From an optimization exercise on the open Yosys and OpenROAD flow, aimed at small area, a short achievable clock period and few clock cycles per item; shortcuts taken in it are not production practice. RTL that was checked went through simulation tests only; none was proved equivalent to the original. The RTL of runs 1 and 2 was laid out without a check of its function.

## flow/flow/run.sh

```bash
#!/bin/bash
# Own layout flow: the standard flow (standard.sh, with its synthesis
# script and steps) with these settings changed:
#  - synthesis maps the logic with the ABC script in flow/abc.script (an
#    area-oriented mapping) instead of ORFS's speed script;
#  - the make variables listed in flow/make_vars.txt (one VAR=value per
#    line) are added to both make runs: among them SETUP_SLACK_MARGIN, so
#    that the timing repair steps aim for extra setup slack and the layout is
#    sized for a short period, although the clock stays at the design's.
# Each tool's output goes to a log file of its own in this folder.
set -uo pipefail
W=$PWD
SD=$W/scripts_own
rm -rf "$SD"; mkdir -p "$SD"
for f in "$FLOW_HOME"/scripts/*; do ln -s "$f" "$SD/"; done
rm -f "$SD/abc_area.script"; cp "$W/flow/abc.script" "$SD/abc_area.script"
VARS=()
if [[ -f "$W/flow/make_vars.txt" ]]; then
  while IFS= read -r line; do
    [[ -z "$line" || "$line" == \#* ]] && continue
    VARS+=("$line")
  done < "$W/flow/make_vars.txt"
fi
bash standard.sh SCRIPTS_DIR="$SD" ABC_AREA=1 "${VARS[@]}" synth > "$W/synth.log" 2>&1 || { tail -30 "$W/synth.log"; exit 1; }
bash standard.sh "${VARS[@]}" finish > "$W/layout.log" 2>&1 || { tail -30 "$W/layout.log"; exit 1; }
```

## flow/flow/abc.script

```
&get -n
&st
&dch
&nf -a -R 1000
&put
```

## flow/flow/make_vars.txt

```
SETUP_SLACK_MARGIN=6.5
BUFFER_PORTS_ARGS=-buffer_cell sky130_fd_sc_hd__buf_2
```

## flow/standard.sh

```bash
#!/bin/bash
# synth_recipe.tcl (not shown) runs the flow's synth.tcl, then flattens the netlist and writes it again
# the make line also repeats each setting of config.mk as NAME=value (left out here)
make -C /OpenROAD-flow-scripts/flow DESIGN_CONFIG=/design/flow/config.mk WORK_HOME=/design/flow/orfs CLKGATE_MAP_FILE= SYNTH_SCRIPT=/design/flow/synth_recipe.tcl "${@:-finish}"
```

## flow/config.mk

```make
export PLATFORM = sky130hd
export DESIGN_NAME = aes_enc_core
export DESIGN_NICKNAME = aes_enc_core
export VERILOG_FILES = /design/flow/design.v
export SDC_FILE = /design/flow/constraint.sdc
export NUM_CORES = 8
export LEC_CHECK = 0
export CAP_MARGIN = 20
export CORE_MARGIN = 2
export CORE_UTILIZATION = 58
export SLEW_MARGIN = 20
```

## flow/constraint.sdc

```tcl
create_clock -name core_clock -period 10.0 [get_ports {clk}]
set_input_delay 2.0000 -clock core_clock [delete_from_list [all_inputs] [get_ports {clk}]]
set_output_delay 2.0000 -clock core_clock [all_outputs]
set_load 0.01 [all_outputs]
```

## flow/design.v

```verilog
module aes_sbox_front (
    input  wire [7:0] a,
    output wire [11:0] m
);
    wire g59 = a[4] & a[7];
    wire g58 = ~(a[4] | a[7]);
    wire g60 = ~(g59 | g58);
    wire g85 = ~(g60 | a[1]);
    wire g63 = g60 & a[1];
    wire g86 = ~(g85 | g63);
    wire g88 = g86 & ~a[3];
    wire g87 = ~g86 & a[3];
    wire g0 = g88 | g87;
    wire g56 = a[7] & a[5];
    wire g43 = ~(a[7] | a[5]);
    wire g7 = ~(g56 | g43);
    wire g40 = a[2] & a[4];
    wire g39 = ~(a[2] | a[4]);
    wire g41 = ~(g40 | g39);
    wire g36 = g7 & g41;
    wire g57 = ~(g7 | g41);
    wire g1 = ~(g36 | g57);
    wire g78 = a[3] & a[6];
    wire g77 = ~(a[3] | a[6]);
    wire g79 = ~(g78 | g77);
    wire g81 = g79 & a[5];
    wire g80 = ~(g79 | a[5]);
    wire g82 = ~(g81 | g80);
    wire g99 = ~g86 & g82;
    wire g98 = g86 & ~g82;
    wire g2 = g99 | g98;
    wire g90 = ~g0 & a[0];
    wire g89 = g0 & ~a[0];
    wire g3 = g90 | g89;
    wire g84 = ~g82 & g41;
    wire g83 = g82 & ~g41;
    wire g4 = g84 | g83;
    wire g38 = a[3] & a[2];
    wire g37 = ~(a[3] | a[2]);
    wire g5 = ~(g38 | g37);
    wire g97 = ~g4 & a[1];
    wire g96 = g4 & ~a[1];
    wire g6 = g97 | g96;
    wire g8 = m[11:8];
    wire g104 = ~(g7 | g5);
    wire g102 = g7 & g5;
    wire g45 = a[0] & a[6];
    wire g44 = ~(a[0] | a[6]);
    wire g46 = ~(g45 | g44);
    wire g103 = ~(g102 | g46);
    wire g105 = ~(g104 | g103);
    wire g101 = ~(a[7] | a[1]);
    wire g107 = g105 & ~g101;
    wire g106 = ~g105 & g101;
    wire g108 = ~(g107 | g106);
    wire g9 = ~g108 & g57;
    wire g10 = g108 & ~g57;
    wire g11 = ~(g10 | g9);
    wire g100 = g2 & ~g6;
    wire g12 = g11 & g100;
    wire g13 = ~(g11 | g100);
    wire g14 = ~(g13 | g12);
    wire g91 = ~(g3 | g4);
    wire g47 = ~(g46 | a[1]);
    wire g50 = ~g47 & g43;
    wire g49 = a[7] & a[1];
    wire g51 = ~(g50 | g49);
    wire g48 = g47 & ~g43;
    wire g52 = g51 & ~g48;
    wire g42 = ~(g41 | g5);
    wire g54 = g52 & ~g42;
    wire g53 = ~g52 & g42;
    wire g55 = ~(g54 | g53);
    wire g93 = ~g91 & g55;
    wire g92 = g91 & ~g55;
    wire g94 = ~(g93 | g92);
    wire g64 = ~(g63 | g38);
    wire g62 = ~g37 & a[1];
    wire g65 = ~(g64 | g62);
    wire g61 = g60 & ~a[6];
    wire g68 = ~g65 & g61;
    wire g67 = g62 & ~g60;
    wire g69 = ~(g68 | g67);
    wire g66 = g65 & ~g61;
    wire g70 = g69 & ~g66;
    wire g72 = g70 & ~g57;
    wire g71 = ~g70 & g57;
    wire g73 = ~(g72 | g71);
    wire g75 = ~(g73 | g55);
    wire g74 = g73 & g55;
    wire g76 = ~(g75 | g74);
    wire g95 = g94 & g76;
    wire g15 = ~(g14 | g95);
    wire g16 = g5 & a[0];
    wire g17 = g0 & ~g4;
    wire g18 = g17 & ~g108;
    wire g19 = ~g17 & g108;
    wire g20 = ~(g19 | g18);
    wire g21 = g20 & g16;
    wire g22 = ~(g20 | g16);
    wire g23 = ~(g22 | g21);
    wire g24 = g23 & g14;
    wire g25 = g24 & g76;
    wire g26 = ~(g23 | g95);
    wire g27 = g14 & ~g94;
    wire g28 = ~g23 & g76;
    wire g29 = ~g23 & g14;
    wire g30 = ~(g29 | g94);
    wire g31 = g30 & ~g28;
    wire g32 = ~g30 & g28;
    wire g33 = g30 & ~g76;
    wire g34 = ~g26 & g14;
    wire g35 = ~g34 & g94;
    assign m[8] = ~(g25 | g15);
    assign m[10] = g27 | g26;
    assign m[11] = g32 | g31;
    assign m[9] = ~(g35 | g33);
    assign m[7:0] = { g7, g6, g5, g4, g1, g2, g0, g3 };
endmodule
module aes_sbox_back (
    input  wire [11:0] m,
    output wire [7:0] y
);
    wire g58 = m[1] & m[4];
    wire g57 = ~(m[1] | m[4]);
    wire g59 = ~(g58 | g57);
    wire g61 = ~(g59 | m[5]);
    wire g62 = ~g61 & m[9];
    wire g60 = g59 & m[5];
    wire g63 = g62 & ~g60;
    wire g147 = m[11] & m[2];
    wire g79 = m[11] & m[10];
    wire g78 = ~(m[11] | m[10]);
    wire g80 = ~(g79 | g78);
    wire g81 = g80 & m[6];
    wire g77 = m[7] & m[10];
    wire g83 = g81 & ~g77;
    wire g82 = ~g81 & g77;
    wire g84 = ~(g83 | g82);
    wire g8 = ~(g147 | g84);
    wire g148 = g147 & g84;
    wire g9 = ~(g8 | g148);
    wire g116 = m[2] & ~m[0];
    wire g115 = ~m[2] & m[0];
    wire g117 = ~(g116 | g115);
    wire g92 = m[11] & m[9];
    wire g91 = ~(m[11] | m[9]);
    wire g93 = ~(g92 | g91);
    wire g118 = ~g117 & g93;
    wire g112 = m[3] & m[1];
    wire g111 = ~(m[3] | m[1]);
    wire g113 = ~(g112 | g111);
    wire g95 = m[10] & m[8];
    wire g94 = ~(m[10] | m[8]);
    wire g96 = ~(g95 | g94);
    wire g98 = g96 & g93;
    wire g97 = ~(g96 | g93);
    wire g99 = ~(g98 | g97);
    wire g114 = g113 & g99;
    wire g120 = ~g118 & g114;
    wire g119 = g118 & ~g114;
    wire g121 = ~(g120 | g119);
    wire g11 = g9 & ~g121;
    wire g10 = ~g9 & g121;
    wire g12 = ~(g11 | g10);
    wire g146 = g80 & m[3];
    wire g14 = ~(g12 | g146);
    wire g13 = g12 & g146;
    wire g15 = ~(g14 | g13);
    wire g65 = g63 & g15;
    wire g64 = ~(g63 | g15);
    wire g66 = ~(g65 | g64);
    wire g102 = m[7] & ~m[5];
    wire g101 = ~m[7] & m[5];
    wire g103 = ~(g102 | g101);
    wire g104 = ~g103 & g96;
    wire g89 = m[6] & m[4];
    wire g88 = ~(m[6] | m[4]);
    wire g90 = ~(g89 | g88);
    wire g100 = g99 & g90;
    wire g106 = ~g104 & g100;
    wire g105 = g104 & ~g100;
    wire g107 = ~(g106 | g105);
    wire g68 = g66 & ~g107;
    wire g67 = ~g66 & g107;
    wire g69 = ~(g68 | g67);
    wire g54 = m[5] & ~m[0];
    wire g53 = ~m[5] & m[0];
    wire g55 = ~(g54 | g53);
    wire g56 = ~g55 & m[8];
    wire g71 = ~(g69 | g56);
    wire g70 = g69 & g56;
    wire g0 = g71 | g70;
    wire g27 = m[3] & m[10];
    wire g26 = g80 & m[2];
    wire g29 = ~g27 & g26;
    wire g28 = g27 & ~g26;
    wire g30 = ~(g29 | g28);
    wire g32 = g30 & ~g84;
    wire g31 = ~g30 & g84;
    wire g33 = ~(g32 | g31);
    wire g123 = ~m[9] & m[0];
    wire g122 = ~m[1] & m[8];
    wire g126 = g123 & ~g122;
    wire g125 = ~(m[8] | m[0]);
    wire g127 = ~(g126 | g125);
    wire g124 = ~g123 & g122;
    wire g128 = g127 & ~g124;
    wire g130 = ~(g128 | g121);
    wire g129 = g128 & g121;
    wire g131 = ~(g130 | g129);
    wire g35 = ~(g33 | g131);
    wire g34 = g33 & g131;
    wire g36 = ~(g35 | g34);
    wire g73 = m[4] & m[8];
    wire g72 = m[5] & m[9];
    wire g75 = ~g73 & g72;
    wire g74 = g73 & ~g72;
    wire g76 = ~(g75 | g74);
    wire g52 = ~(g36 | g76);
    wire g51 = g36 & g76;
    wire g1 = g52 | g51;
    wire g133 = ~g117 & g96;
    wire g132 = g113 & g93;
    wire g135 = ~g133 & g132;
    wire g134 = g133 & ~g132;
    wire g136 = ~(g135 | g134);
    wire g86 = ~g84 & g76;
    wire g85 = g84 & ~g76;
    wire g7 = ~(g86 | g85);
    wire g42 = ~g136 & g7;
    wire g41 = g136 & ~g7;
    wire g43 = ~(g42 | g41);
    wire g50 = ~(g43 | g30);
    wire g49 = g43 & g30;
    wire g2 = ~(g50 | g49);
    wire g40 = m[9] & m[1];
    wire g45 = g43 & ~g40;
    wire g44 = ~g43 & g40;
    wire g46 = ~(g45 | g44);
    wire g39 = m[8] & m[0];
    wire g48 = ~(g46 | g39);
    wire g47 = g46 & g39;
    wire g3 = ~(g48 | g47);
    wire g17 = g96 & g90;
    wire g16 = ~g103 & g93;
    wire g19 = ~g17 & g16;
    wire g18 = g17 & ~g16;
    wire g20 = ~(g19 | g18);
    wire g38 = ~(g36 | g20);
    wire g37 = g36 & g20;
    wire g4 = ~(g38 | g37);
    wire g22 = g20 & ~g136;
    wire g21 = ~g20 & g136;
    wire g23 = ~(g22 | g21);
    wire g25 = ~(g23 | g15);
    wire g24 = g23 & g15;
    wire g5 = g25 | g24;
    wire g137 = m[11] & m[6];
    wire g139 = ~(g137 | g136);
    wire g138 = g137 & g136;
    wire g140 = ~(g139 | g138);
    wire g142 = g140 & ~g131;
    wire g141 = ~g140 & g131;
    wire g143 = ~(g142 | g141);
    wire g87 = g80 & m[7];
    wire g109 = g107 & ~g87;
    wire g108 = ~g107 & g87;
    wire g110 = ~(g109 | g108);
    wire g145 = ~(g143 | g110);
    wire g144 = g143 & g110;
    wire g6 = ~(g145 | g144);
    assign y = { g3, g7, g6, g2, g1, g0, g5, g4 };
endmodule
module aes_mixcol (
    input  wire [31:0] a,
    output wire [31:0] y
);
    wire [7:0] a0 = a[31:24], a1 = a[23:16], a2 = a[15:8], a3 = a[7:0];
    wire [7:0] p0 = a0 ^ a1, p1 = a1 ^ a2, p2 = a2 ^ a3, p3 = a3 ^ a0;
    function [7:0] xt;
        input [7:0] v;
        xt = {v[6:0], 1'b0} ^ {3'b000, v[7], v[7], 1'b0, v[7], v[7]};
    endfunction
    assign y[31:24] = xt(p0) ^ (a1 ^ p2);
    assign y[23:16] = xt(p1) ^ (a2 ^ p3);
    assign y[15:8]  = xt(p2) ^ (a3 ^ p0);
    assign y[7:0]   = xt(p3) ^ (a0 ^ p1);
endmodule
module aes_enc_core (
    input  wire         clk,
    input  wire         rst,         
    input  wire         key_load,    
    input  wire [1:0]   key_len,     
    input  wire [255:0] key,         
    input  wire         in_valid,
    output reg          in_ready,
    input  wire [127:0] in_data,
    output reg          out_valid,
    output wire [127:0] out_data
);
    reg         l128, l192, l256;    
    reg  [3:0]  nr;                  
    reg  [2:0]  kp;                  
    reg         krdy;                
    reg         v1, w1, vm1, wm1, v2, w2, vm2, wm2;
    reg  [3:0]  r1, rm1, r2, rm2;
    reg  [1:0]  gn;                  
    reg         gopen;               
    wire        lastm2 = (rm2 == nr);
    wire        cont2  = vm2 && !lastm2;             
    wire        accept = in_valid && in_ready;
    reg  [255:0] ks;
    reg  [127:0] h0, h1, rko;
    reg  [31:0]  ksi;                
    reg          ksi_rot;            
    reg  [47:0]  km;                 
    wire [31:0] S7 = ks[31:0];
    wire [31:0] H00 = h0[127:96], H01 = h0[95:64], H02 = h0[63:32], H03 = h0[31:0];
    wire [31:0] H10 = h1[127:96], H11 = h1[95:64], H12 = h1[63:32], H13 = h1[31:0];
    wire [31:0] kin = ksi_rot ? {ksi[23:0], ksi[31:24]} : ksi;
    wire [47:0] km_d;
    wire [31:0] kb;                  
    genvar g;
    generate
        for (g = 0; g < 4; g = g + 1) begin : g_ksb
            aes_sbox_front u_f (.a(kin[31-8*g -: 8]), .m(km_d[47-12*g -: 12]));
            aes_sbox_back  u_b (.m(km[47-12*g -: 12]), .y(kb[31-8*g -: 8]));
        end
    endgenerate
    reg         c_en;                
    reg         c_fix;               
    reg         c_fixw;              
    reg         c_h0, c_h1, c_o;     
    reg  [3:0]  c_b;                 
    reg         c_p;                 
    reg         c_t4, c_t2;          
    reg  [7:0]  c_rc;                
    reg         c_rot, c_x4;         
    reg         k_sel;               
    wire [31:0] B0 = ({32{c_b[0]}} & H00) | ({32{c_b[1]}} & H10) | ({32{c_b[2]}} & H02) | ({32{c_b[3]}} & H12);
    wire [31:0] B1 = ({32{c_b[0]}} & H01) | ({32{c_b[1]}} & H11) | ({32{c_b[2]}} & H03) | ({32{c_b[3]}} & H13);
    wire [31:0] B2 = ({32{c_b[0]}} & H02) | ({32{c_b[1]}} & H12) | ({32{c_b[2]}} & H10) | ({32{c_b[3]}} & H00);
    wire [31:0] B3 = ({32{c_b[0]}} & H03) | ({32{c_b[1]}} & H13) | ({32{c_b[2]}} & H11) | ({32{c_b[3]}} & H01);
    wire [31:0] N2 = c_p ? H02 : H12;
    wire [31:0] N3 = c_p ? H03 : H13;
    wire        c01 = !(c_t4 | c_t2);                
    wire        c23 = !c_t2;                         
    wire [31:0] rcw = {c_rc, 24'h000000};
    wire [31:0] Q01 = B0 ^ B1;
    wire [31:0] Q23 = B2 ^ B3;
    wire [31:0] zQ  = {32{!c_t4}} & Q01;
    wire [31:0] e0  = ({32{c_t4 | c_t2}} & N3) ^ ({32{c01}} & rcw);
    wire [31:0] e2  = ({32{c_t2}} & N3) ^ ({32{c23}} & rcw);
    wire [31:0] P0 = B0 ^ e0;
    wire [31:0] P1 = Q01 ^ e0;
    wire [31:0] P2 = zQ ^ (B2 ^ e2);
    wire [31:0] P3 = zQ ^ (Q23 ^ e2);
    wire [31:0] n0 = P0 ^ ({32{c01}} & kb);
    wire [31:0] n1 = P1 ^ ({32{c01}} & kb);
    wire [31:0] n2 = P2 ^ ({32{c23}} & kb);
    wire [31:0] n3 = P3 ^ ({32{c23}} & kb);
    wire [127:0] nk = {n0, n1, n2, n3};
    wire [31:0] P3x = zQ ^ ((Q23 ^ e2) ^ ({32{c_x4}} & (N2 ^ N3)));
    wire [31:0] nx  = P3x ^ ({32{c23}} & kb);
    reg  [127:0] s1, s2;             
    reg  [191:0] m1, m2;             
    reg  [127:0] outr;
    assign out_data = outr;
    wire [127:0] mix1, mix2, sub2;
    wire [191:0] m1_d, m2_d;
    aes_half_round u_a1 (.s(s1), .rk(h0), .m(m1_d));
    aes_half_round u_a2 (.s(s2), .rk(h1), .m(m2_d));
    aes_back_round u_b1 (.m(m1), .sub(), .mix(mix1));
    aes_back_round u_b2 (.m(m2), .sub(sub2), .mix(mix2));
    wire [127:0] okey = c_o ? nk : rko;
    always @(posedge clk) begin
        m1   <= m1_d;
        s2   <= mix1;
        m2   <= m2_d;
        s1   <= cont2 ? mix2 : in_data;
        outr <= sub2 ^ okey;
        km   <= km_d;
        ksi     <= k_sel ? nx : S7;
        ksi_rot <= k_sel ? c_rot : 1'b1;
    end
    function [1:0] mod3;             
        input [3:0] r;
        case (r)
            4'd0: mod3 = 2'd0;  4'd1: mod3 = 2'd1;  4'd2: mod3 = 2'd2;  4'd3: mod3 = 2'd0;
            4'd4: mod3 = 2'd1;  4'd5: mod3 = 2'd2;  4'd6: mod3 = 2'd0;  4'd7: mod3 = 2'd1;
            4'd8: mod3 = 2'd2;  4'd9: mod3 = 2'd0;  4'd10: mod3 = 2'd1; 4'd11: mod3 = 2'd2;
            4'd12: mod3 = 2'd0; 4'd13: mod3 = 2'd1; 4'd14: mod3 = 2'd2; default: mod3 = 2'd0;
        endcase
    endfunction
    function [7:0] rcon_of;
        input [3:0] r;
        input       a128, a192;
        begin
            if (a128) begin
                case (r)
                    4'd1: rcon_of = 8'h02;  4'd2: rcon_of = 8'h04;  4'd3: rcon_of = 8'h08;
                    4'd4: rcon_of = 8'h10;  4'd5: rcon_of = 8'h20;  4'd6: rcon_of = 8'h40;
                    4'd7: rcon_of = 8'h80;  4'd8: rcon_of = 8'h1b;  4'd9: rcon_of = 8'h36;
                    default: rcon_of = 8'h00;
                endcase
            end else if (a192) begin
                case (r)
                    4'd2: rcon_of = 8'h02;  4'd3: rcon_of = 8'h04;  4'd5: rcon_of = 8'h08;
                    4'd6: rcon_of = 8'h10;  4'd8: rcon_of = 8'h20;  4'd9: rcon_of = 8'h40;
                    4'd11: rcon_of = 8'h80;
                    default: rcon_of = 8'h00;
                endcase
            end else begin
                case (r)
                    4'd1: rcon_of = 8'h01;  4'd3: rcon_of = 8'h02;  4'd5: rcon_of = 8'h04;
                    4'd7: rcon_of = 8'h08;  4'd9: rcon_of = 8'h10;  4'd11: rcon_of = 8'h20;
                    4'd13: rcon_of = 8'h40;
                    default: rcon_of = 8'h00;
                endcase
            end
        end
    endfunction
    wire        v1_n = cont2 || accept;
    wire        w1_n = cont2 ? wm2 : !gopen;
    wire [3:0]  r1_n = cont2 ? rm2 + 4'd1 : 4'd1;
    wire        np_n = (!v1_n || r1_n == nr - 4'd1) && (!v1 || r1 == nr - 4'd1) &&
                       (!vm1 || rm1 == nr - 4'd1) && (!v2 || r2 == nr) &&
                       !(v1_n && w1_n) && !(v1 && w1) && !(vm1 && wm1);
    wire [2:0]  kp_n = key_load ? 3'd1 : (kp == 3'd0 || kp == 3'd7) ? kp : kp + 3'd1;
    wire        krdy_n = key_load ? (key_len != 2'd1) :
                         (krdy || (kp_n >= 3'd2));
    wire        st1_n = v1 && w1 && (r1 != 4'd1);
    wire        st2_n = v2 && w2;
    wire [3:0]  j_n   = st2_n ? r2 : r1;             
    wire [3:0]  sr_n  = j_n - 4'd1;                  
    wire [3:0]  sn_n  = j_n;                         
    wire [1:0]  m3c   = mod3(sr_n);
    wire [1:0]  m3n   = mod3(sn_n);
    always @(posedge clk) begin
        if (rst) begin
            krdy      <= 1'b0;
            kp        <= 3'd0;
            v1        <= 1'b0;
            vm1       <= 1'b0;
            v2        <= 1'b0;
            vm2       <= 1'b0;
            gopen     <= 1'b0;
            gn        <= 2'd0;
            in_ready  <= 1'b0;
            out_valid <= 1'b0;
            c_en      <= 1'b0;
            c_fix     <= 1'b0;
        end else begin
            kp        <= kp_n;
            krdy      <= krdy_n;
            v1        <= v1_n;
            vm1       <= v1;
            v2        <= vm1;
            vm2       <= v2;
            gopen     <= accept && !(gopen && gn == 2'd2);
            gn        <= !accept ? 2'd0 : gopen ? gn + 2'd1 : 2'd0;
            in_ready  <= krdy_n && (np_n || (accept && !(gopen && gn == 2'd2)));
            out_valid <= vm2 && lastm2;
            c_en      <= st1_n || st2_n || (kp == 3'd2 && !l256);
            c_fix     <= kp == 3'd2 && !l256;
        end
        c_fixw <= !rst && kp == 3'd2 && !l256 && !key_load;
        k_sel  <= !rst && (st1_n || st2_n || (kp == 3'd2 && !l256)) && !key_load;
        w1  <= w1_n;
        r1  <= r1_n;
        wm1 <= w1;
        rm1 <= r1;
        w2  <= wm1;
        r2  <= rm1 + 4'd1;
        wm2 <= w2;
        rm2 <= r2;
        c_h0 <= st2_n && r2 != nr;
        c_h1 <= st1_n;
        c_o  <= st2_n && r2 == nr;
        if (kp == 3'd2 && !l256) begin
            c_b   <= 4'b0001;
            c_p   <= 1'b0;
            c_t4  <= 1'b0;
            c_t2  <= 1'b0;
            c_rc  <= 8'h01;
            c_rot <= 1'b1;
            c_x4  <= 1'b0;
        end else begin
            c_p   <= j_n[0];
            c_b   <= {l192 && j_n[0], l192 && !j_n[0],
                      (l128 && !j_n[0]) || (l256 && j_n[0]),
                      (l128 && j_n[0]) || (l256 && !j_n[0])};
            c_t4  <= l192 && m3c == 2'd0;
            c_t2  <= l192 && m3c == 2'd1;
            c_rc  <= rcon_of(sr_n, l128, l192);
            c_rot <= l128 || (l256 && sn_n[0]) || (l192 && m3n != 2'd1);
            c_x4  <= l192 && m3n == 2'd0;
        end
        if (key_load) begin
            l128 <= key_len != 2'd1 && key_len != 2'd2;
            l192 <= key_len == 2'd1;
            l256 <= key_len == 2'd2;
            nr   <= (key_len == 2'd1) ? 4'd12 : (key_len == 2'd2) ? 4'd14 : 4'd10;
        end
    end
    always @(posedge clk) begin
        if (key_load) begin
            ks[255:32] <= key[255:32];
            ks[31:0]   <= (key_len == 2'd1) ? key[95:64] :
                          (key_len == 2'd2) ? key[31:0] : key[159:128];
        end else if (c_fixw) begin
            if (l128) ks[127:0] <= nk;
            else      ks[63:0]  <= {n0, n1};
        end
    end
    always @(posedge clk) begin
        if (kp == 3'd1 || (in_ready && !gopen))
            h0 <= ks[255:128];
        else if (c_en && c_h0)
            h0 <= nk;
        if (kp == 3'd1)
            h1 <= ks[127:0];
        else if (c_fixw && l128)
            h1 <= nk;
        else if (vm1 && wm1 && rm1 == 4'd1)
            h1 <= ks[127:0];
        else if (c_en && c_h1)
            h1 <= nk;
        if (c_o)
            rko <= nk;
    end
endmodule
module aes_half_round (
    input  wire [127:0] s,
    input  wire [127:0] rk,
    output wire [191:0] m
);
    wire [127:0] a = s ^ rk;
    genvar g;
    generate
        for (g = 0; g < 16; g = g + 1) begin : g_sb
            aes_sbox_front u_f (.a(a[127-8*g -: 8]), .m(m[191-12*g -: 12]));
        end
    endgenerate
endmodule
module aes_back_round (
    input  wire [191:0] m,
    output wire [127:0] sub,
    output wire [127:0] mix
);
    wire [127:0] sb;
    genvar g, c, r;
    generate
        for (g = 0; g < 16; g = g + 1) begin : g_sb
            aes_sbox_back u_b (.m(m[191-12*g -: 12]), .y(sb[127-8*g -: 8]));
        end
        for (c = 0; c < 4; c = c + 1) begin : g_col
            for (r = 0; r < 4; r = r + 1) begin : g_row
                assign sub[127-8*(4*c+r) -: 8] = sb[127-8*(4*((c+r)%4)+r) -: 8];
            end
            aes_mixcol u_mc (.a(sub[127-32*c -: 32]), .y(mix[127-32*c -: 32]));
        end
    endgenerate
endmodule
```

==> results of run 1 <==
-- state kept, by name, indices dropped and copies added, names as in the netlist, 8 cells and up --
register  flops
s1          128
h0          128
h1          128
m2          192
km           48
ksi          32
outr        128
c_rc          8
m1          192
s2          128
rko         128
ks          256
-- timing repair --
action | in CTS | in global routing
resized for setup | 246 | 296
pin swaps | 14 | 31
endpoints found under the setup margin | 678 | 523
buffers inserted | 21 | 52
-- cells in the final DEF (no fill, tap or decap), types with 338 or more instances in the layout --
cell type,netlist,final
buf_2,0,518
dfxtp_1,1033,1014
nand2_1,1391,1387
a21oi_1,669,654
clkinv_1,339,338
nor2_1,1010,1002
xnor2_1,2560,2271
edfxtp_1,517,517
o21ai_0,449,445
xor2_1,1204,1102
-- routing by layer --
layer,routed length (um),part of all wire [%]
met5,59,0.016
met4,33800,9.2
met3,45700,12
met2,151000,41
met1,138000,38
-- cells by family after synthesis --
| logic type | Yosys count |
|---|---|
| buffers and inverters | 339 |
| flip-flops | 1550 |
| AO/OA/AOI/OAI | 1462 |
| adder cells (fa/ha/maj) | 198 |
| multiplexers | 120 |
| XOR/XNOR | 3766 |
| AND/OR/NAND/NOR | 2683 |
-- cell type report --
| type | count | area (um^2) |
|---|---|---|
| diodes | 12 | 30.0 |
| clock buffers | 241 | 4840 |
| clock inverters | 77 | 1020 |
| fillers | 12641 | 49600 |
| inverters | 339 | 1270 |
| multi-input cells | 8229 | 60100 |
| flip-flops and latches | 1550 | 36300 |
| well taps | 2160 | 2700 |
| repair buffers | 716 | 4520 |
-- worst max-delay path, delay by kind of cell, from the launching register on --
family                    cells  cell delay [ns]
AOI/OAI and AO/OA             4             0.80
DFF                           1             0.46
buffers and inverters         1             0.23
xor gates and xnor gates      4             1.35
and+or+nand+nor               2             0.31
-- worst max-delay path by stage --
stage                         from     end  slack (ns)  cells after the start
after floorplan              kp[1]   h0[0]        1.31                      5
after CTS                      c_p  ks[27]        6.37                     10
after detailed placement  key_load  ks[19]        5.58                      5
after global placement     m2[167]  s1[52]        4.81                     11
after global routing        c_b[0]  ks[21]        6.32                     11
final                       c_b[0]   ks[0]        6.42                     11
-- per-stage QoR --
stage                     setup WS [ns]  cell area, um^2
after CTS                          6.37           108000
after detailed placement           5.58           100000
after global placement             4.81           100000
after global routing               6.32           111000
after floorplan                    1.31            93600
final                              6.42           111000
==> flow_summary.ini, run 1 <==
[run_status]
outcome = finished clean

[layout]
area_delta_synth_final_pct = 18.3
nNetsFinal = 11593
layout-drive-gt1-share_pct = 13.1
final_core_util_pct = 69.1
fin_cells = 13324

[min_path]
min_path_cells = 0
min_to = wm2
hold_class = reg -> reg
min_from = w2

[yosys]
synth_top_area_share_pct = 24.0
synth_ff_type = dfxtp_1
ys_seq_area_share_pct = 38.7
synthArstFlopShare_pct = 0
synth_area_um2 = 93600
synthXorXnorAreaFrac_pct = 35.3
synth_top_family_by_area = XOR/XNOR gates
syn_inst = 10118
muxShareOfSynthArea_pct = 1.33
synth_area_leader_cell = xnor2_1
syn_nets = 10706
synth_edf_count = 517
syn_avg_cell_area_um2 = 9.25
synth.top_cells.by_count = 2560 x xnor2_1, 1391 x nand2_1, 1204 x xor2_1, 1033 x dfxtp_1, 1010 x nor2_1
ys_warn_count = 2
synthTopCellsByArea = xnor2_1 24%, dfxtp_1 22%, edfxtp_1 17%, xor2_1 11%, nand2_1 5.6%
synth-seq-cells = 1550
synth_most_common_cell = xnor2_1
synth_adder_area_share_pct = 2.65
synth-simple-area-share_pct = 11.5
synth_compound_area_share_pct = 9.23
synth.distinct_cells = 49

[placed_design]
gp_congestion = 1.07
io_buffers = 519
placedCellCount = 12921
dp_hpwl_um = 289000

[global_route]
grt_pass1_vias = 74436
met2_usage_pct = 61.6
grt_pass1_wl_um = 510000
overflow = 0
antenna_found_initial = 24
top_usage_layer = met2
grt_max_degree = 165
use_met3_pct = 12.9
grt_use_total_pct = 43.4
use_met1_pct = 55.1

[clocking]
tritoncts = yes
ctsHoldBuffers = 0
h-tree-depth = 4
cts_root_buf = clkbuf_16
cts_made_buffers = 169
clock_sinks = 1550
clkLatencyLatePin_ns = 0.85
clock_path_buffers = 3
clkTransAtPathRegs_ns = 0.06

[die]
die_h_um = 406
die-area_um2 = 165000
io_pins = 520
rows = 147
die_w_um = 406
initial_core_util_pct = 58.3
fp.coreArea_um2 = 160000

[route]
avgRoutedWirePerCell_um = 27.7
firstDrtPassIters = 14
drt_iter0_drc = 10586
final_antenna_net_count = 0
viasPerCell = 5.88
vias = 78396
route.detailed.drc = 0
wl_um = 369000

[setup_path]
rr_endpoint = ks[0]
cp_data_required_time_ns = 10.56
timing.rr.start = c_b[0]
slowest_stage = dfxtp_4
slowest_delay_ns = 0.46
critPathArrivalTime_ns = 4.14
reg2reg_depth = 11
crit_chain = buf_12 > a222oi_1 > nand2_1 > xor2_1 > nor2b_1 > xnor2_1 > xor2_1 > xor2_2 > a21oi_1 > a21oi_1 > o21ai_0
startpoint_type = flop
regToRegSetupSlack_ns = 6.42
cp_max_fo = 71
critPathKind = reg -> reg
cp-end-kind = flop

[timing]
tightest_slew_ns = 1.14
hold_ws_ns = 0.374
setup_violations = 0
tns_ns = 0
fin_skew_ns = 0.0348
rsz0062_at_grt = true
slew_viol_final = 0
finalHoldViolCount = 0
min_period_ns = 3.58
slew_headroom_pct = 24.1
fmax_mhz = 279
fin_crit_sh_pct = 35.8

[flow_run]
max-cap-violations = 0
==> run 2, diff against run 1 <==
==> flow/flow/make_vars.txt (replaced) <==
SETUP_SLACK_MARGIN=6.7
BUFFER_PORTS_ARGS=-buffer_cell sky130_fd_sc_hd__buf_2
--- a/flow/config.mk
+++ b/flow/config.mk
@@ -8,4 +8,4 @@
 export CAP_MARGIN = 20
 export CORE_MARGIN = 2
-export CORE_UTILIZATION = 58
+export CORE_UTILIZATION = 50
 export SLEW_MARGIN = 20
==> flow_summary.ini, run 2 <==
[run_status]
outcome = finished clean

[layout]
fillers = 15392
nNetsFinal = 11804
fin_cells = 13862
finish.instance_area_um2 = 118000
largest_reg_flops = 256
multi_input_area_um2 = 64200
regMostFlops = ks
reg_top3 = ks: 256 flops, m1: 192 flops, m2: 192 flops
seqCellArea_um2 = 36400
layout-drive-gt1-share_pct = 18.9
area_delta_synth_final_pct = 26.3
final_cell_mix = 2030 x xnor2_1, 1385 x nand2_1, 996 x xor2_1
final_common_cell = xnor2_1

[route]
wl_um = 393000
drt_iter0_drc = 9464
vias = 78579
avgRoutedWirePerCell_um = 28.3
route.detailed.drc = 0
firstDrtPassIters = 11
final_antenna_net_count = 0
viasPerCell = 5.67

[min_path]
min_from = w2
min_to = wm2
min_path_cells = 0
hold_class = reg -> reg

[flow_run]
max-cap-violations = 0

[yosys]
synth_most_common_cell = xnor2_1
synth_ff_type = dfxtp_1
syn_avg_cell_area_um2 = 9.25
ys_seq_area_share_pct = 38.7
synth_edf_count = 517
synthTopCellsByArea = xnor2_1 24%, dfxtp_1 22%, edfxtp_1 17%, xor2_1 11%, nand2_1 5.6%
syn_nets = 10706
synth.distinct_cells = 49
syn_inst = 10118
synth_area_leader_cell = xnor2_1
ys_warn_count = 2
synth-seq-cells = 1550
synth_area_um2 = 93600
synth_top_area_share_pct = 24.0
synth.top_cells.by_count = 2560 x xnor2_1, 1391 x nand2_1, 1204 x xor2_1, 1033 x dfxtp_1, 1010 x nor2_1
synthArstFlopShare_pct = 0

[placed_design]
io_buffers = 519
dp_hpwl_um = 303000
place_area_um2 = 101000
gp_congestion = 1.05
placedCellCount = 13239

[setup_path]
reg2reg_depth = 9
timing.rr.start = m1[58]
path_buf_inv = 1
slowest_delay_ns = 0.44
critPathKind = reg -> out
cp_data_required_time_ns = 8.00
cp_top_family = flip-flops
critPathArrivalTime_ns = 1.44
cp_max_fo = 1
regToRegSetupSlack_ns = 6.66
startpoint_type = flop
rr_endpoint = s2[10]
slowest_stage = dfxtp_4
cp-end-kind = output pin
crit_chain = buf_6

[timing]
setup_violations = 0
tightest_slew_ns = 1.15
slew_headroom_pct = 23.1
rsz0062_at_grt = true
fin_crit_sh_pct = 34.4
tns_ns = 0
min_period_ns = 3.44
slew_viol_final = 0
fin_skew_ns = 0.0420
finalHoldViolCount = 0
fmax_mhz = 291
hold_ws_ns = 0.357

[clocking]
clock_path_buffers = 3
ctsHoldBuffers = 0
cts_root_buf = clkbuf_16
h-tree-depth = 4
clock_sinks = 1550
cts_made_buffers = 175
tritoncts = yes
clkTransAtPathRegs_ns = 0.06
clkLatencyLatePin_ns = 0.87

[die]
die-area_um2 = 191000
rows = 158
io_pins = 520
die_w_um = 437
initial_core_util_pct = 50.4
fp.coreArea_um2 = 186000
die_h_um = 437

[global_route]
grt_pass1_vias = 74698
grt_use_total_pct = 39.5
grt_max_degree = 143
antenna_found_initial = 27
overflow = 0
grt_pass1_wl_um = 537000
-- run 2: changes by cell type in the layout (fill, tap and decap cells not counted), moves of 86 or more --
| cell | delta |
|---|---|
| buf_4 | +171 |
| xnor2_1 | -241 |
| xnor2_4 | +86 |
| dfxtp_1 | -99 |
| xor2_1 | -106 |
| xnor2_2 | +155 |
-- run 2: final cells by class --
| class | count | area share, % |
|---|---|---|
| diodes | 11 | 0.0233 |
| clock buffers | 241 | 4.36 |
| clock inverters | 91 | 0.879 |
| inverters | 339 | 1.08 |
| multi-input cells | 8229 | 54.3 |
| flip-flops and latches | 1550 | 30.8 |
| well taps | 2480 | 2.62 |
| repair buffers | 921 | 5.95 |
-- run 2: routing by layer --
layer / global-route usage (%) / wire length, um / vias up
met5: 0 / 95 / -
met4: 25.8 / 31600 / 16
met3: 9.09 / 41100 / 958
met2: 59.8 / 169000 / 4068
met1: 50.4 / 150000 / 38067
li1: - / - / 35470
-- run 2: cells by family after synthesis --
logic type / count (synthesis) / share of synthesized area, %
adder cells (fa/ha/maj): 198 / 2.65
flip-flops: 1550 / 38.7
AND/OR/NAND/NOR: 2683 / 11.5
buffers and inverters: 339 / 1.36
AO/OA/AOI/OAI: 1462 / 9.23
XOR/XNOR: 3766 / 35.3
multiplexers: 120 / 1.33
-- run 2: worst max path at each step --
stage / cells past startpoint / slack [ns] / end / startpoint
6_report: 1 / 6.56 / out_data[58] / outr[58]
5_1_grt: 10 / 6.49 / s2[27] / m1[178]
4_1_cts: 1 / 6.51 / out_data[58] / outr[58]
3_5_place_dp: 6 / 5.41 / ks[16] / key_load
3_3_place_gp: 10 / 5.32 / s1[124] / m2[130]
2_1_floorplan: 5 / 1.31 / h0[0] / kp[1]
-- run 2: repair_timing --
item                       in CTS  in global routing
pin swaps                      57                107
setup buffers                 103                175
gates cloned                    1                  1
setup endpoints to repair    1018                668
gates resized for setup       639                614
-- run 2: stage by stage --
step | setup WS [ns] | util [%]
6_report | 6.56 | 63.7
5_1_grt | 6.49 | 63.7
3_3_place_gp | 5.32 | 54.2
3_5_place_dp | 5.41 | 54.2
2_1_floorplan | 1.31 | -
4_1_cts | 6.51 | 60.4
==> run 3, diff against run 2 <==
--- a/flow/design.v
+++ b/flow/design.v
@@ -429,6 +429,6 @@
                        !(v1_n && w1_n) && !(v1 && w1) && !(vm1 && wm1);
     wire [2:0]  kp_n = key_load ? 3'd1 : (kp == 3'd0 || kp == 3'd7) ? kp : kp + 3'd1;
-    wire        krdy_n = key_load ? (key_len != 2'd1) :
-                         (krdy || (kp_n >= 3'd2));
+    wire        krdy_n = key_load ? (key_len == 2'd2) :
+                         (krdy || (kp_n >= 3'd3));
     wire        st1_n = v1 && w1 && (r1 != 4'd1);
     wire        st2_n = v2 && w2;
@@ -520,9 +520,5 @@
         else if (c_en && c_h0)
             h0 <= nk;
-        if (kp == 3'd1)
-            h1 <= ks[127:0];
-        else if (c_fixw && l128)
-            h1 <= nk;
-        else if (vm1 && wm1 && rm1 == 4'd1)
+        if (kp == 3'd1 || (vm1 && wm1 && rm1 == 4'd1))
             h1 <= ks[127:0];
         else if (c_en && c_h1)
==> flow/flow/make_vars.txt (replaced) <==
SETUP_SLACK_MARGIN=6.5
BUFFER_PORTS_ARGS=-buffer_cell sky130_fd_sc_hd__buf_2
==> flow_summary.ini, run 3 <==
[layout]
largest_reg_flops = 256
area_delta_synth_final_pct = 19.8
regMostFlops = ks
fillers = 16181
final_common_cell = xnor2_1
reg_top3 = ks: 256 flops, m1: 192 flops, m2: 192 flops
multi_input_area_um2 = 60300
nNetsFinal = 11481
final_cell_mix = 2263 x xnor2_1, 1514 x nand2_1, 1078 x xor2_1
layout-drive-gt1-share_pct = 14.0
seqCellArea_um2 = 36200

[setup_path]
cp_max_fo = 16
cp-end-kind = flop
slowest_stage = xnor2_2
cp_top_family = XOR/XNOR gates
startpoint = m1[22]
critPathArrivalTime_ns = 4.22
timing.rr.start = m1[22]
cp_data_required_time_ns = 10.64
cp_common_cell = xnor2_1
slowest_delay_ns = 0.81
path_buf_inv = 0
critPathKind = reg -> reg
startpoint_type = flop
crit_chain = xor2_1 > nand2_1 > xor2_1 > xnor2_1 > xnor2_1 > xnor2_1 > xnor2_1 > xnor2_1 > xnor2_2

[placed_design]
dp_hpwl_um = 303000
io_buffers = 519
gp_congestion = 0.996
post-place-ws_ns = 4.69

[clocking]
clkLatencyLatePin_ns = 0.86
h-tree-depth = 4
clock_path_buffers = 3
cts_made_buffers = 178
tritoncts = yes
clkTransAtPathRegs_ns = 0.06
clock_sinks = 1550
cts_root_buf = clkbuf_16

[min_path]
min_from = w2
hold_class = reg -> reg

[die]
io_pins = 520
die_h_um = 436
rows = 158
die-area_um2 = 190000
initial_core_util_pct = 50.3
die_w_um = 436
fp.coreArea_um2 = 185000

[timing]
fin_skew_ns = 0.0352
setup_violations = 0
tightest_slew_ns = 1.25
slew_headroom_pct = 16.2
fmax_mhz = 280
fin_crit_sh_pct = 35.8
finalHoldViolCount = 0
rsz0062_at_grt = true
min_period_ns = 3.58
slew_viol_final = 0
tns_ns = 0
layout_setup_ws_ns = 6.42

[yosys]
synth_area_leader_cell = xnor2_1
ys_warn_count = 2
synthTopCellsByArea = xnor2_1 24%, dfxtp_1 22%, edfxtp_1 17%, xor2_1 11%, nand2_1 6.1%
syn_nets = 10561
synth_most_common_cell = xnor2_1
syn_avg_cell_area_um2 = 9.35
syn_inst = 9973
synth-seq-cells = 1550
ys_seq_area_share_pct = 38.8
synth.top_cells.by_count = 2578 x xnor2_1, 1517 x nand2_1, 1194 x xor2_1, 1033 x dfxtp_1, 854 x nor2_1
synth_edf_count = 517
synth_top_area_share_pct = 24.2
synthArstFlopShare_pct = 0
synth.distinct_cells = 46
synth_ff_type = dfxtp_1
synth_area_um2 = 93200

[route]
route.detailed.drc = 0
firstDrtPassIters = 10
wl_um = 383000
avgRoutedWirePerCell_um = 28.3
viasPerCell = 5.62
vias = 76170
final_antenna_net_count = 0
drt_iter0_drc = 9134

[global_route]
grt_max_degree = 139
antenna_found_initial = 24
overflow = 0
grt_pass1_wl_um = 528000
grt_pass1_vias = 73542
grt_use_total_pct = 38.9

[flow_run]
max-cap-violations = 0

[run_status]
outcome = finished clean
-- run 3: changes by cell type after synthesis, moves of 33 or more --
cell / delta
o221ai_1: +64
nand2_1: +126
a21oi_1: -208
o21ai_0: +47
nor2_1: -156
o211ai_1: +33
-- run 3: final timing paths --
| check | endpoint | slack [ns] | depth (start not counted) |
|---|---|---|---|
| setup / recovery | s2[90] | 6.42 | 9 |
| hold / removal | wm2 | 0.36 | 0 |
| setup reg to reg | s2[90] | 6.42 | 9 |
| hold reg to reg | wm2 | 0.36 | 0 |
-- run 3: timing repair --
item | 4_1_cts | 5_1_grt
cloned | 2 | 1
hold buffers | 0 | 0
resized for setup | 248 | 329
setup endpoints to repair | 699 | 543
setup buffers | 19 | 55
pin swaps | 19 | 35
-- run 3: cell type report --
class / instances / area share [%]
multi-input combinational: 8118 / 53.9
sequential: 1550 / 32.5
clock buffer: 232 / 4.52
timing repair buffer: 737 / 4.15
tap: 2480 / 2.78
clock inverter: 104 / 1.06
inverter: 308 / 1.04
antenna: 22 / 0.0493
-- run 3: stage by stage --
stage	hold slack, ns	cells	util [%]	cell area [um^2]
after floorplan	0.331	9973	-	93300
after detailed placement	0.357	13116	54.2	100000
after CTS	0.364	13473	58.6	109000
after global routing	0.366	13530	60.2	112000
final	0.361	13551	60.2	112000
after global placement	0.342	13114	54.1	100000
-- run 3: worst register-to-register path: stages (launching register included) --
cell	delay [ns]
dfxtp_1	0.40
xor2_1	0.28
nand2_1	0.11
xor2_1	0.36
xnor2_1	0.16
xnor2_1	0.18
xnor2_1	0.58
xnor2_1	0.28
xnor2_1	0.21
xnor2_2	0.81
-- run 3: layer usage --
metal  global-route usage, %  routed length (um)  vias to the layer above
li1                        -                   -                    34817
met1                    49.9              150000                    36856
met2                    60.3              169000                     3669
met3                    7.12               35100                      822
met4                    24.9               29000                        6
met5                       0                  43                        -
-- run 3: cell families after synthesis --
logic type / after synthesis / synth area share (%)
xor+xnor: 3773 / 35.5
simple gates: 2630 / 11.3
mux: 136 / 1.49
compound gates: 1378 / 9.07
fa+ha+maj: 198 / 2.66
flops: 1550 / 38.8
buf+inv: 308 / 1.24
Testbench counts of run 3, summed over its fixed seeds: cycles 12,897, items 1,687.
==> run 4, diff against run 3 <==
--- a/flow/design.v
+++ b/flow/design.v
@@ -335,6 +335,6 @@
     reg  [3:0]  c_b;                 
     reg         c_p;                 
-    reg         c_t4, c_t2;          
-    reg  [7:0]  c_rc;                
+    reg         c_m01, c_m23, c_n01, c_n23, c_zq;
+    reg  [7:0]  c_rc01, c_rc23;
     reg         c_rot, c_x4;         
     reg         k_sel;               
@@ -345,23 +345,20 @@
     wire [31:0] N2 = c_p ? H02 : H12;
     wire [31:0] N3 = c_p ? H03 : H13;
-    wire        c01 = !(c_t4 | c_t2);                
-    wire        c23 = !c_t2;                         
-    wire [31:0] rcw = {c_rc, 24'h000000};
     wire [31:0] Q01 = B0 ^ B1;
     wire [31:0] Q23 = B2 ^ B3;
-    wire [31:0] zQ  = {32{!c_t4}} & Q01;
-    wire [31:0] e0  = ({32{c_t4 | c_t2}} & N3) ^ ({32{c01}} & rcw);
-    wire [31:0] e2  = ({32{c_t2}} & N3) ^ ({32{c23}} & rcw);
+    wire [31:0] zQ  = {32{c_zq}} & Q01;
+    wire [31:0] e0  = ({32{c_n01}} & N3) ^ {c_rc01, 24'h000000};
+    wire [31:0] e2  = ({32{c_n23}} & N3) ^ {c_rc23, 24'h000000};
     wire [31:0] P0 = B0 ^ e0;
     wire [31:0] P1 = Q01 ^ e0;
     wire [31:0] P2 = zQ ^ (B2 ^ e2);
     wire [31:0] P3 = zQ ^ (Q23 ^ e2);
-    wire [31:0] n0 = P0 ^ ({32{c01}} & kb);
-    wire [31:0] n1 = P1 ^ ({32{c01}} & kb);
-    wire [31:0] n2 = P2 ^ ({32{c23}} & kb);
-    wire [31:0] n3 = P3 ^ ({32{c23}} & kb);
+    wire [31:0] n0 = P0 ^ ({32{c_m01}} & kb);
+    wire [31:0] n1 = P1 ^ ({32{c_m01}} & kb);
+    wire [31:0] n2 = P2 ^ ({32{c_m23}} & kb);
+    wire [31:0] n3 = P3 ^ ({32{c_m23}} & kb);
     wire [127:0] nk = {n0, n1, n2, n3};
     wire [31:0] P3x = zQ ^ ((Q23 ^ e2) ^ ({32{c_x4}} & (N2 ^ N3)));
-    wire [31:0] nx  = P3x ^ ({32{c23}} & kb);
+    wire [31:0] nx  = P3x ^ ({32{c_m23}} & kb);
     reg  [127:0] s1, s2;             
     reg  [191:0] m1, m2;             
@@ -429,6 +426,6 @@
                        !(v1_n && w1_n) && !(v1 && w1) && !(vm1 && wm1);
     wire [2:0]  kp_n = key_load ? 3'd1 : (kp == 3'd0 || kp == 3'd7) ? kp : kp + 3'd1;
-    wire        krdy_n = key_load ? (key_len == 2'd2) :
-                         (krdy || (kp_n >= 3'd3));
+    wire        krdy_n = key_load ? (key_len != 2'd1) :
+                         (krdy || (kp_n >= 3'd2));
     wire        st1_n = v1 && w1 && (r1 != 4'd1);
     wire        st2_n = v2 && w2;
@@ -482,7 +479,11 @@
             c_b   <= 4'b0001;
             c_p   <= 1'b0;
-            c_t4  <= 1'b0;
-            c_t2  <= 1'b0;
-            c_rc  <= 8'h01;
+            c_m01  <= 1'b1;
+            c_m23  <= 1'b1;
+            c_n01  <= 1'b0;
+            c_n23  <= 1'b0;
+            c_zq   <= 1'b1;
+            c_rc01 <= 8'h01;
+            c_rc23 <= 8'h01;
             c_rot <= 1'b1;
             c_x4  <= 1'b0;
@@ -492,7 +493,11 @@
                       (l128 && !j_n[0]) || (l256 && j_n[0]),
                       (l128 && j_n[0]) || (l256 && !j_n[0])};
-            c_t4  <= l192 && m3c == 2'd0;
-            c_t2  <= l192 && m3c == 2'd1;
-            c_rc  <= rcon_of(sr_n, l128, l192);
+            c_m01  <= !(l192 && m3c != 2'd2);
+            c_m23  <= !(l192 && m3c == 2'd1);
+            c_n01  <= l192 && m3c != 2'd2;
+            c_n23  <= l192 && m3c == 2'd1;
+            c_zq   <= !(l192 && m3c == 2'd0);
+            c_rc01 <= (l192 && m3c != 2'd2) ? 8'h00 : rcon_of(sr_n, l128, l192);
+            c_rc23 <= (l192 && m3c == 2'd1) ? 8'h00 : rcon_of(sr_n, l128, l192);
             c_rot <= l128 || (l256 && sn_n[0]) || (l192 && m3n != 2'd1);
             c_x4  <= l192 && m3n == 2'd0;
@@ -520,5 +525,9 @@
         else if (c_en && c_h0)
             h0 <= nk;
-        if (kp == 3'd1 || (vm1 && wm1 && rm1 == 4'd1))
+        if (kp == 3'd1)
+            h1 <= ks[127:0];
+        else if (c_fixw && l128)
+            h1 <= nk;
+        else if (vm1 && wm1 && rm1 == 4'd1)
             h1 <= ks[127:0];
         else if (c_en && c_h1)
==> flow_summary.ini, run 4 <==
[run_status]
outcome = finished clean

[die]
die_h_um = 437
fp.coreArea_um2 = 187000
rows = 159
initial_core_util_pct = 50.1
die_w_um = 437
die-area_um2 = 191000
io_pins = 520

[yosys]
synth_top_area_share_pct = 23.9
synthArstFlopShare_pct = 0
synth_area_um2 = 93900
ys_warn_count = 2
synth.distinct_cells = 46
syn_inst = 10095
synth_ff_type = dfxtp_1
syn_nets = 10683
synth_most_common_cell = xnor2_1
synth_edf_count = 517
syn_avg_cell_area_um2 = 9.30
synth_area_leader_cell = xnor2_1
synth.top_cells.by_count = 2559 x xnor2_1, 1497 x nand2_1, 1220 x xor2_1, 1044 x dfxtp_1, 916 x nor2_1
synth-seq-cells = 1561
ys_seq_area_share_pct = 38.8
synthTopCellsByArea = xnor2_1 24%, dfxtp_1 22%, edfxtp_1 17%, xor2_1 11%, nand2_1 6.0%

[timing]
fmax_mhz = 273
fin_skew_ns = 0.0355
tightest_slew_ns = 1.25
fin_crit_sh_pct = 36.7
finalHoldViolCount = 0
setup_violations = 0
slew_headroom_pct = 16.3
slew_viol_final = 0
rsz0062_at_grt = true
tns_ns = 0
min_period_ns = 3.67

[clocking]
ctsHoldBuffers = 0
clock_sinks = 1561
clkLatencyLatePin_ns = 0.86
cts_root_buf = clkbuf_16
clock_path_buffers = 3
clkTransAtPathRegs_ns = 0.06
tritoncts = yes
h-tree-depth = 4
cts_made_buffers = 176

[setup_path]
critPathArrivalTime_ns = 4.33
cp_top_family = XOR/XNOR gates
slowest_delay_ns = 0.70
cp-end-kind = flop
crit_chain = xnor2_1 > xor2_1 > nand2_1 > xor2_1 > xnor2_1 > xnor2_1 > xor2_1 > xor2_1 > xnor2_1 > xnor2_1
slowest_stage = xnor2_1
cp_max_fo = 4
cp_data_required_time_ns = 10.66
path_buf_inv = 0
cp_common_cell = xnor2_1
startpoint_type = flop
critPathKind = reg -> reg

[global_route]
antenna_found_initial = 22
grt_pass1_wl_um = 523000
grt_pass1_vias = 73361
grt_max_degree = 165
grt_use_total_pct = 38.3
overflow = 0

[placed_design]
dp_hpwl_um = 296000
io_buffers = 519
place_area_um2 = 101000
placedCellCount = 13239
gp_congestion = 1.04

[layout]
finish.instance_area_um2 = 113000
reg_top3 = ks: 256 flops, m1: 192 flops, m2: 192 flops
final_cell_mix = 2232 x xnor2_1, 1490 x nand2_1, 1114 x xor2_1
nNetsFinal = 11586
largest_reg_flops = 256
area_delta_synth_final_pct = 19.9
final_common_cell = xnor2_1
regMostFlops = ks
layout-drive-gt1-share_pct = 13.5
fillers = 16228
fin_cells = 13650

[route]
wl_um = 380000
firstDrtPassIters = 10
viasPerCell = 5.63
avgRoutedWirePerCell_um = 27.8
drt_iter0_drc = 8805
vias = 76807
route.detailed.drc = 0
final_antenna_net_count = 0

[min_path]
hold_class = reg -> reg

[flow_run]
max-cap-violations = 0
-- run 4: path summary, 6_finish.rpt --
| path | start | endpoint | slack, ns | cells after the start |
|---|---|---|---|---|
| worst max-delay path | m1[22] | s2[91] | 6.33 | 10 |
| worst min-delay path | wm1 | w2 | 0.37 | 0 |
| worst max register to register | m1[22] | s2[91] | 6.33 | 10 |
| worst min register to register | wm1 | w2 | 0.37 | 0 |
-- run 4: cell families after synthesis --
logic type                 Yosys count  synth area share, %
muxes                              140                 1.54
AOI/OAI and AO/OA                 1453                 9.28
DFF                               1561                 38.8
adders and majority gates          198                 2.64
xor gates and xnor gates          3780                 35.3
buffers and inverters              315                 1.26
and+or+nand+nor                   2648                 11.2
-- run 4: repair_timing --
action,in CTS,in global routing
endpoints found under the hold margin,0,0
setup endpoints to repair,760,467
pin swaps,7,48
setup buffers,10,66
resized for setup,249,325
-- run 4: layout make-up --
type / instances / area (um^2) / area share [%]
Multi-Input combinational cell: 8219 / 61000 / 54.2
Sequential cell: 1561 / 36500 / 32.4
Clock buffer: 261 / 5370 / 4.77
Timing Repair Buffer: 725 / 4640 / 4.12
Tap cell: 2495 / 3120 / 2.77
Inverter: 315 / 1180 / 1.05
Clock inverter: 71 / 828 / 0.736
Antenna cell: 3 / 7.51 / 0.00667
-- run 4: metal layers --
layer	vias to the layer above	part of all wire [%]	global-route usage [%]
li1	35115	-	-
met1	37091	39	48.4
met2	3756	44	59.1
met3	829	9.6	8.40
met4	16	7.7	24.3
met5	-	0.027	0
-- run 4: through the flow --
step	setup slack [ns]	util [%]	hold slack [ns]
2_1_floorplan	1.31	-	0.331
3_3_place_gp	5.51	53.9	0.335
3_5_place_dp	5.57	54.0	0.335
4_1_cts	6.34	58.3	0.364
5_1_grt	6.18	60.1	0.382
6_report	6.33	60.1	0.373
-- run 4: worst reg2reg max path: cells and delay by family, from the launching register on --
family	cells	cell delay, ns
xor gates and xnor gates	9	3.01
and+or+nand+nor	1	0.09
DFF	1	0.37
Testbench counts of run 4, summed over its fixed seeds: cycles 12,694, items 1,687.
==> run 5, diff against run 4 <==
==> flow/flow/make_vars.txt (replaced) <==
SETUP_SLACK_MARGIN=6.8
BUFFER_PORTS_ARGS=-buffer_cell sky130_fd_sc_hd__buf_2
--- a/flow/config.mk
+++ b/flow/config.mk
@@ -9,3 +9,5 @@
 export CORE_MARGIN = 2
 export CORE_UTILIZATION = 50
+export CTS_CLUSTER_DIAMETER = 110
+export CTS_CLUSTER_SIZE = 24
 export SLEW_MARGIN = 20
==> flow_summary.ini, run 5 <==
[yosys]
ys_warn_count = 2
synth_top_area_share_pct = 23.9
synth_area_um2 = 93900
synth-seq-cells = 1561
synth.top_cells.by_count = 2559 x xnor2_1, 1497 x nand2_1, 1220 x xor2_1, 1044 x dfxtp_1, 916 x nor2_1
synth_edf_count = 517
synth_most_common_cell = xnor2_1
synth_area_leader_cell = xnor2_1
synthTopCellsByArea = xnor2_1 24%, dfxtp_1 22%, edfxtp_1 17%, xor2_1 11%, nand2_1 6.0%
ys_seq_area_share_pct = 38.8
syn_nets = 10683
synthArstFlopShare_pct = 0
syn_inst = 10095
synth.distinct_cells = 46
synth_ff_type = dfxtp_1
syn_avg_cell_area_um2 = 9.30

[flow_run]
max-cap-violations = 0

[min_path]
hold_class = reg -> reg
min_path_cells = 0
min_from = wm1

[die]
die_w_um = 437
die_h_um = 437
rows = 159
initial_core_util_pct = 50.1
io_pins = 520
die-area_um2 = 191000
fp.coreArea_um2 = 187000

[global_route]
grt_pass1_vias = 73571
grt_pass1_wl_um = 526000
grt_max_degree = 165
grt_use_total_pct = 38.5
antenna_found_initial = 20
overflow = 0

[setup_path]
cp_top_family = flip-flops
slowest_stage = dfxtp_4
timing.rr.start = c_b[1]
cp.depth = 1
crit_chain = buf_6
critPathKind = reg -> out
critPathArrivalTime_ns = 1.31
cp_max_fo = 1
slowest_delay_ns = 0.41
cp-end-kind = output pin
startpoint_type = flop
path_buf_inv = 1
cp_data_required_time_ns = 8.00
reg2reg_depth = 10
startpoint = outr[12]

[timing]
hold_ws_ns = 0.378
tns_ns = 0
setup_violations = 0
fin_crit_sh_pct = 33.1
fmax_mhz = 303
tightest_slew_ns = 1.10
slew_headroom_pct = 26.5
finalHoldViolCount = 0
rsz0062_at_grt = true
slew_viol_final = 0
min_period_ns = 3.31
fin_skew_ns = 0.0338

[clocking]
ctsHoldBuffers = 0
tritoncts = yes
clock_path_buffers = 3
h-tree-depth = 3
clkLatencyLatePin_ns = 0.78
cts_root_buf = clkbuf_16
cts_made_buffers = 76
clkTransAtPathRegs_ns = 0.10
clock_sinks = 1561

[layout]
final_common_cell = xnor2_1
area_delta_synth_final_pct = 26.8
largest_reg_flops = 256
final_cell_mix = 1855 x xnor2_1, 1469 x nand2_1, 955 x xor2_1
reg_top3 = ks: 256 flops, m1: 192 flops, m2: 192 flops
regMostFlops = ks
nNetsFinal = 11798
layout-drive-gt1-share_pct = 20.7

[placed_design]
gp_congestion = 1.04
io_buffers = 519
dp_hpwl_um = 296000

[route]
wl_um = 388000
viasPerCell = 5.66
route.detailed.drc = 0
vias = 77956
firstDrtPassIters = 12
final_antenna_net_count = 0
avgRoutedWirePerCell_um = 28.2
drt_iter0_drc = 9014

[run_status]
outcome = finished clean
==> run 5: timing repair <==
action / 4_1_cts / 5_1_grt
setup endpoints to repair: 1250 / 897
buffers inserted: 151 / 231
pin swaps: 103 / 160
cloned: 0 / 6
resized for setup: 841 / 789
hold endpoints to repair: 0 / 0
==> run 5: kinds of logic (layout without fill, tap and decap cells) <==
| group | after synthesis | in the layout | synth area share, % |
|---|---|---|---|
| multiplexers | 140 | 140 | 1.54 |
| other | 0 | 3 | 0 |
| buffers and inverters | 315 | 1487 | 1.26 |
| AND/OR/NAND/NOR | 2648 | 2649 | 11.2 |
| AO/OA/AOI/OAI | 1453 | 1453 | 9.28 |
| XOR/XNOR | 3780 | 3780 | 35.3 |
| flip-flops | 1561 | 1561 | 38.8 |
| adder cells (fa/ha/maj) | 198 | 198 | 2.64 |
==> run 5: final timing paths <==
kind | to | slack (ns)
setup / recovery | out_data[12] | 6.69
hold / removal | w2 | 0.38
setup reg to reg | ks[46] | 6.73
hold reg to reg | w2 | 0.38
==> run 5: final cells by class <==
cell class                 instances  area, um^2
clock buffer                     128        2170
inverter                         315        1190
multi-input combinational       8220       67300
sequential                      1561       36700
tap                             2495        3120
antenna                            3        7.51
clock inverter                     8        90.1
fill                           15423       68200
timing repair buffer            1036        8490
==> run 5: per-layer routing <==
| layer | up-vias | GRT usage (%) | wire [um] |
|---|---|---|---|
| met3 | 866 | 8.18 | 38300 |
| met1 | 37809 | 48.9 | 148000 |
| met4 | 10 | 24.8 | 31900 |
| met5 | - | 0 | 260 |
| li1 | 35339 | - | - |
| met2 | 3932 | 59.5 | 170000 |
==> run 5: per-stage QoR <==
step	instances	setup WS, ns	instance area [um^2]	util (%)
2_1_floorplan	10095	1.31	93900	-
3_3_place_gp	13236	5.51	101000	53.9
3_5_place_dp	13239	5.57	101000	54.0
4_1_cts	13526	6.63	111000	59.2
5_1_grt	13763	6.61	119000	63.6
6_report	13766	6.69	119000	63.6
==> run 6, diff against run 5 <==
==> flow/flow/make_vars.txt (replaced) <==
SETUP_SLACK_MARGIN=6.8
BUFFER_PORTS_ARGS=-buffer_cell sky130_fd_sc_hd__buf_2
TNS_END_PERCENT=40
--- a/flow/config.mk
+++ b/flow/config.mk
@@ -9,5 +9,5 @@
 export CORE_MARGIN = 2
 export CORE_UTILIZATION = 50
-export CTS_CLUSTER_DIAMETER = 110
-export CTS_CLUSTER_SIZE = 24
+export CTS_CLUSTER_DIAMETER = 100
+export CTS_CLUSTER_SIZE = 20
 export SLEW_MARGIN = 20
==> flow_summary.ini, run 6 <==
[run_status]
outcome = finished clean

[yosys]
synth_ff_type = dfxtp_1
synth_area_um2 = 93900
synthArstFlopShare_pct = 0
synth-seq-cells = 1561
synth_top_area_share_pct = 23.9
ys_seq_area_share_pct = 38.8
syn_inst = 10095
syn_avg_cell_area_um2 = 9.30
synth_area_leader_cell = xnor2_1
ys_warn_count = 2
synthTopCellsByArea = xnor2_1 24%, dfxtp_1 22%, edfxtp_1 17%, xor2_1 11%, nand2_1 6.0%
syn_nets = 10683
synth_edf_count = 517
synth_most_common_cell = xnor2_1
synth.distinct_cells = 46
synth.top_cells.by_count = 2559 x xnor2_1, 1497 x nand2_1, 1220 x xor2_1, 1044 x dfxtp_1, 916 x nor2_1

[timing]
tightest_slew_ns = 1.10
rsz0062_at_grt = true
fin_crit_sh_pct = 34.0
slew_headroom_pct = 26.5
tns_ns = 0
slew_viol_final = 0
min_period_ns = 3.40
finalHoldViolCount = 0
setup_violations = 0
fmax_mhz = 294
hold_ws_ns = 0.376
fin_skew_ns = 0.0385

[layout]
largest_reg_flops = 256
fin_cells = 13761
finish.instance_area_um2 = 118000
final_common_cell = xnor2_1
final_cell_mix = 1868 x xnor2_1, 1467 x nand2_1, 979 x dfxtp_1
regMostFlops = ks
nNetsFinal = 11780
layout-drive-gt1-share_pct = 19.6
reg_top3 = ks: 256 flops, m1: 192 flops, m2: 192 flops
area_delta_synth_final_pct = 25.8

[global_route]
grt_max_degree = 165
grt_pass1_vias = 73341
overflow = 0
antenna_found_initial = 18
grt_pass1_wl_um = 526000
grt_use_total_pct = 38.5

[clocking]
cts_made_buffers = 90
tritoncts = yes
clkTransAtPathRegs_ns = 0.09
clock_path_buffers = 3
cts_root_buf = clkbuf_16
clkLatencyLatePin_ns = 0.79
clock_sinks = 1561
h-tree-depth = 3

[setup_path]
startpoint = m1[188]
crit_end = s2[126]
cp_data_required_time_ns = 10.60
critPathArrivalTime_ns = 3.99
rr_endpoint = s2[126]
timing.rr.start = m1[188]
critPathKind = reg -> reg
cp_max_fo = 6
reg2reg_depth = 9
cp-end-kind = flop
regToRegSetupSlack_ns = 6.60
startpoint_type = flop

[route]
final_antenna_net_count = 0
route.detailed.drc = 0
drt_iter0_drc = 9513
avgRoutedWirePerCell_um = 28.2
vias = 78285
firstDrtPassIters = 15
wl_um = 388000
viasPerCell = 5.69

[placed_design]
placedCellCount = 13239
place_area_um2 = 101000
io_buffers = 519
dp_hpwl_um = 296000
gp_congestion = 1.04

[die]
initial_core_util_pct = 50.1
die_h_um = 437
die-area_um2 = 191000
rows = 159
die_w_um = 437
fp.coreArea_um2 = 187000
io_pins = 520

[min_path]
min_from = w2
hold_class = reg -> reg

[flow_run]
max-cap-violations = 0
## run 6: layout make-up
type	count	area, um^2
fill	15559	69100
multi-input combinational	8219	67000
sequential	1561	36600
timing repair buffer	1005	7600
tap	2495	3120
clock buffer	152	2600
inverter	315	1190
clock inverter	10	82.6
antenna	4	10.0
## run 6: routing by layer
layer	GRT usage, %	wire length, um	up-vias	share of wire, %
met1	49.1	148000	37960	38
met5	0	25	-	0.0064
met4	25.0	33800	4	8.7
li1	-	-	35320	-
met2	59.2	168000	4064	43
met3	7.81	38500	937	9.9
## run 6: kinds of logic after synthesis
group	share of synthesized area [%]
XOR/XNOR	35.3
AND/OR/NAND/NOR	11.2
flip-flops	38.8
AO/OA/AOI/OAI	9.28
buffers and inverters	1.26
adder cells (fa/ha/maj)	2.64
multiplexers	1.54
## run 6: worst min path at each step
| stage | endpoint | slack, ns | cells after the start |
|---|---|---|---|
| after floorplan | wm2 | 0.33 | 0 |
| after global routing | wm2 | 0.38 | 0 |
| after detailed placement | wm2 | 0.33 | 0 |
| after CTS | wm2 | 0.37 | 0 |
| final | wm2 | 0.38 | 0 |
| after global placement | wm2 | 0.34 | 0 |
## run 6: stage by stage
step / util, % / setup slack [ns]
final: 63.1 / 6.60
after global routing: 63.1 / 6.50
after CTS: 58.6 / 6.53
after detailed placement: 54.0 / 5.57
after global placement: 53.9 / 5.51
after floorplan: - / 1.31
## run 6: what timing repair did
| action | 4_1_cts | 5_1_grt |
|---|---|---|
| buffers inserted | 122 | 229 |
| endpoints found under the setup margin | 1247 | 941 |
| hold buffers | 0 | 0 |
| gates cloned | 0 | 5 |
| pin swaps | 92 | 149 |
| resized for setup | 594 | 827 |
## run 6: critical path, cell delays in order, from the launching register on
cell and delay (ns):
dfxtp_1 0.38, xnor2_1 0.36, xnor2_1 0.20, nor2_1 0.09
xnor2_1 0.34, xnor2_1 0.26, xnor2_1 0.17, xnor2_2 0.45
xor2_1 0.28, xnor2_1 0.65

-- re-timing with driven ports --
In the flow no input, the clock included, has a driving cell. The finished layouts below were timed again as built, in two steps. Step 1 (the two cells are an assumption about what drives the block):
set clk [get_ports {clk}]
set_driving_cell -lib_cell sky130_fd_sc_hd__clkbuf_16 $clk
set_driving_cell -lib_cell sky130_fd_sc_hd__buf_2 [delete_from_list [all_inputs] $clk]
Step 2, shift: input delay + t, output delay - t, t = (earliest + latest rising clock arrival at the registers) / 2. This alone moves slack from input paths to output paths. Three values: no drivers, after step 1, after step 2; two values: the first two.
| run | t (ns) | setup slack, ns | latest minus earliest clock arrival (ns) | worst register clock-pin slew, ns |
|---|---|---|---|---|
| run 1 | 0.930 | 6.422 / 6.418 / 5.628 | 0.041 / 0.041 | 0.07 / 0.07 |
| run 2 | 0.943 | 6.558 / 6.470 / 5.819 | 0.051 / 0.051 | 0.07 / 0.07 |
| run 3 | 0.938 | 6.423 / 6.423 / 5.590 | 0.038 / 0.038 | 0.07 / 0.07 |
| run 4 | 0.939 | 6.333 / 6.333 / 5.650 | 0.036 / 0.036 | 0.07 / 0.07 |
| run 5 | 0.850 | 6.695 / 6.605 / 5.971 | 0.036 / 0.036 | 0.11 / 0.11 |
| run 6 | 0.865 | 6.604 / 6.558 / 5.944 | 0.039 / 0.039 | 0.11 / 0.11 |
After both steps setup and hold are still met in every run listed. For run 3, which loses most, drivers alone change the setup slack by 0.000 ns; drivers and shift together by -0.833 ns.
